Context: an optimization exercise on an open-source flow, tuned for small area. The choices shown serve that exercise and are no tape-out recipe.
Function was checked by simulation only, so behaviour that the tests miss may differ from the original.

## mxfp4_block_dot
module mxfp4_block_dot (
    input  wire         clk,
    input  wire         rst,
    input  wire         in_valid,
    input  wire         in_first,
    input  wire         in_last,
    input  wire [127:0] in_a,       
    input  wire [127:0] in_b,
    input  wire [7:0]   in_sa,      
    input  wire [7:0]   in_sb,      
    output reg          out_valid,
    output wire [31:0]  out_d
);
    function [7:0] qsg;
        input [2:0] a;
        input [2:0] b;
        input       s;
        reg         na, nb, a0, a1, a2, b0, b1, b2, m0;
        reg   [4:0] sh;
        reg   [3:0] M;
        integer     c, k;
        begin
            na = a[2] | a[1];
            nb = b[2] | b[1];
            a0 = ~a[2];  a1 = a[2] & ~a[1];  a2 = a[2] & a[1];
            b0 = ~b[2];  b1 = b[2] & ~b[1];  b2 = b[2] & b[1];
            sh[0] = a0 & b0;
            sh[1] = (a0 & b1) | (a1 & b0);
            sh[2] = (a0 & b2) | (a1 & b1) | (a2 & b0);
            sh[3] = (a1 & b2) | (a2 & b1);
            sh[4] = a2 & b2;
            m0 = a[0] & b[0];
            M  = {na & nb & m0, na & nb & ~m0, (na & b[0]) ^ (a[0] & nb), m0} ^ {4{s}};
            for (c = 0; c < 8; c = c + 1) begin
                qsg[c] = 1'b0;
                for (k = 0; k < 5; k = k + 1)
                    if (c - k >= 0 && c - k <= 3)
  ...
For scale: about 23000 µm² of cells after synthesis.
clock: 35.0 ns
lec_check: 0
abc_area: 1
cap_margin: 10
core_margin: 2
core_utilization: 55
slew_margin: 10
standard.sh (not shown) runs the stock make flow with config.mk's settings and CLKGATE_MAP_FILE= SYNTH_SCRIPT=/design/flow/synth_recipe.tcl, a recipe that flattens the netlist after the stock synthesis.
==> flow/flow/run.sh <==
#!/bin/bash
# Own layout flow: the standard layout (standard.sh, ORFS), with four
# changes:
#  - synthesis skips Yosys's generic "abc -fast" pre-mapping inside synth
#    (SYNTH_ARGS=-noabc), so extract_fa sees the design's full adders as
#    written;
#  - ABC's technology mapping runs flow/area.abc (&dch + &nf with area
#    recovery) instead of abc_area.script; flow/my_synth.tcl is the standard flow's
#    synth_recipe.tcl with only that change;
#  - port buffers are the smallest buffer cell (sky130_fd_sc_hd__buf_1)
#    instead of the one buffer_ports picks by default;
#  - clock tree synthesis builds the tree from clkbuf_4 cells (clkbuf_8 at
#    the root) instead of clkbuf_16, without dummy loads.
# Everything else (floorplan, power grid, taps, placement, CTS, routing) is
# the standard flow. Each step's full log is under orfs/logs/; make's own
# output goes to flow.log.
set -euo pipefail
here=$(pwd)
bash standard.sh "SYNTH_SCRIPT=$here/flow/my_synth.tcl" "SYNTH_ARGS=-noabc" \
    "BUFFER_PORTS_ARGS=-buffer_cell sky130_fd_sc_hd__buf_1" \
    "CTS_ARGS=-sink_clustering_enable -repair_clock_nets -dont_use_dummy_load -buf_list sky130_fd_sc_hd__clkbuf_4 -root_buf sky130_fd_sc_hd__clkbuf_8" \
    finish > flow.log 2>&1
==> flow/flow/area.abc <==
strash
&get -n
&dch
&nf -R 1000
&put
topo
==> flow/flow/my_synth.tcl <==
# The standard flow's synthesis script (synth_recipe.tcl, in the work folder) unchanged,
# except that ABC's technology mapping runs flow/area.abc in place of the
# flow's abc_area.script.
set my_flow_dir [file dirname [file normalize [info script]]]
set my_abc_script [file join $my_flow_dir area.abc]
proc abc {args} {
  set i [lsearch -exact $args -script]
  if { $i >= 0 } {
    lset args [expr { $i + 1 }] $::my_abc_script
  }
  yosys abc {*}$args
}
source [file join [file dirname $my_flow_dir] synth_recipe.tcl]
Rerun with:
--- a/flow/design.v
+++ b/flow/design.v
@@ -713,26 +713,26 @@
     wire        sB0   = blk_sum[13];
     wire        zB0   = ~|blk_sum;
     wire [32:0] mbu_r = rca({19'd0, blk_sum[12:0] ^ {13{sB0}}}, 32'd0, sB0);
     wire [12:0] MBu   = mbu_r[12:0];
     reg  [3:0]  lzb;
     always @(*) begin
         lzb = 4'd13;
         for (i = 0; i < 13; i = i + 1)
             if (MBu[i]) lzb = 4'd12 - i[3:0];
     end
     wire [12:0] MBn0  = MBu << lzb;
     wire [32:0] es_r  = rca({24'd0, in_sa}, {24'd0, in_sb}, 1'b0);
-    wire [32:0] tl_r  = rca({23'd0, es_r[8:0]}, {28'hFFFFFFF, ~lzb}, 1'b1);
-    wire [32:0] tb_r  = rca(tl_r[31:0], {22'h3FFFFF, 10'h38B}, 1'b0);
+    wire [4:0]  pm    = 5'd11 - {1'b0, lzb};
+    wire [32:0] tb_r  = rca({23'd0, es_r[8:0]}, {22'h3FFFFF, pm[4] ? 5'b11011 : 5'b11100, pm}, 1'b0);
     reg         s1_first, s1_lastv, s1_nan, sB, zeroB;
     reg  [11:0] MBf;
     reg  [9:0]  tb;
     always @(posedge clk) begin
         s1_first <= in_valid & in_first;
         s1_lastv <= in_valid & in_last & ~rst;
         s1_nan   <= in_valid & ((&in_sa) | (&in_sb));
         sB       <= sB0;
         zeroB    <= zB0 | ~in_valid;
         MBf      <= MBn0[11:0] & {12{in_valid}};
         tb       <= tb_r[9:0];
     end
@@ -767,34 +767,36 @@
     wire [32:0] r_r  = rca({5'd0, big, 3'd0}, {4'd0, {1'b0, sal} ^ {28{sub}}}, sub);
     wire        neg  = sub & r_r[27];
     wire [27:0] V    = r_r[27:0] ^ {28{neg}};
     reg  [4:0]  L0;
     always @(*) begin
         L0 = 5'd28;
         for (i = 0; i < 28; i = i + 1)
             if (V[i]) L0 = 5'd27 - i[4:0];
     end
     wire        zeroV = ~|V;
     wire [9:0]  tbig  = bigA ? {2'd0, ta} : tb;
     wire [32:0] l_r   = rca({22'd0, tbig}, {27'h7FFFFFF, ~L0}, 1'b0);
-    wire        clamp = l_r[10] | zeroV;                  
+    wire [32:0] k_r   = rca({27'd0, L0}, {27'h7FFFFFF, ~tbig[4:0]}, 1'b1);
+    wire        clamp = (~|tbig[9:5] & ~k_r[5]) | zeroV;    
     wire [4:0]  Lp    = clamp ? tbig[4:0] : L0;
     wire [27:0] N     = V << Lp;
     wire        inc_pos = N[3] & (N[2] | N[1] | N[0] | N[4]);
     wire        n21     = N[2] & N[1];
     wire        inc_neg = (N[3] & n21) | ((N[3] ^ n21) & (~n21 | N[4]));
     wire        inc     = neg ? inc_neg : inc_pos;
     wire [32:0] m_r     = rca({8'd0, N[27:4]}, 32'd0, inc);
     wire [24:0] mant    = m_r[24:0];
-    wire [32:0] x_r     = rca({22'd0, l_r[9:0] & {10{~clamp}}}, {30'd0, mant[24:23]}, ~clamp);
+    wire        c23     = inc & (&N[26:4]);
+    wire [32:0] x_r     = rca({22'd0, l_r[9:0] & {10{~clamp}}}, {30'd0, N[27] & c23, N[27] ^ c23}, ~clamp);
     wire [9:0]  ex      = x_r[9:0];
     wire        ovf     = (|ex[9:8]) | (&ex[7:0]);
     wire        nanf  = s1_nan | a_nan;
     wire        frc   = ovf | a_inf | nanf;
     wire        zres  = ~|mant;
     wire        sgn   = (a_inf ? sA : (sbig ^ neg) & ~zres) & ~nanf;
     wire [31:0] res   = frc ? {sgn, 8'hFF, nanf, 22'd0} : {sgn, ex[7:0], mant[22:0]};
     always @(posedge clk) begin
         if (rst)
             out_valid <= 1'b0;
         else
             out_valid <= s1_lastv;
What happened: Sequential share of layout area is about the same. Final area stays flat. Wire length barely changes. Critical path depth goes down by 10. Final cell count grows slightly.

[re-timing with driven ports]
The flow's constraints put no driver on any port. The routed layouts listed below were extracted and timed again, unchanged, in two steps. Step 1, drivers: a clkbuf_16 drives clk and a buf_2 each remaining input, both assumed. Step 2 adds t to the input delays and takes it off the output delays; t is the mean of the earliest and latest rising clock arrival at the registers after step 1. Input paths then give back, and output paths get back, about the clock's delay inside the block. Three values: ideal ports, drivers, drivers and shift; two values: the first two.
run | t (ns) | setup WS [ns] | clock arrival spread, ns
the first run | 0.401 | 2.010 / 2.010 / 2.010 | 0.020 / 0.020
the second run | 0.393 | 5.045 / 5.045 / 5.045 | 0.017 / 0.017
After both steps setup and hold are still met in every run listed.
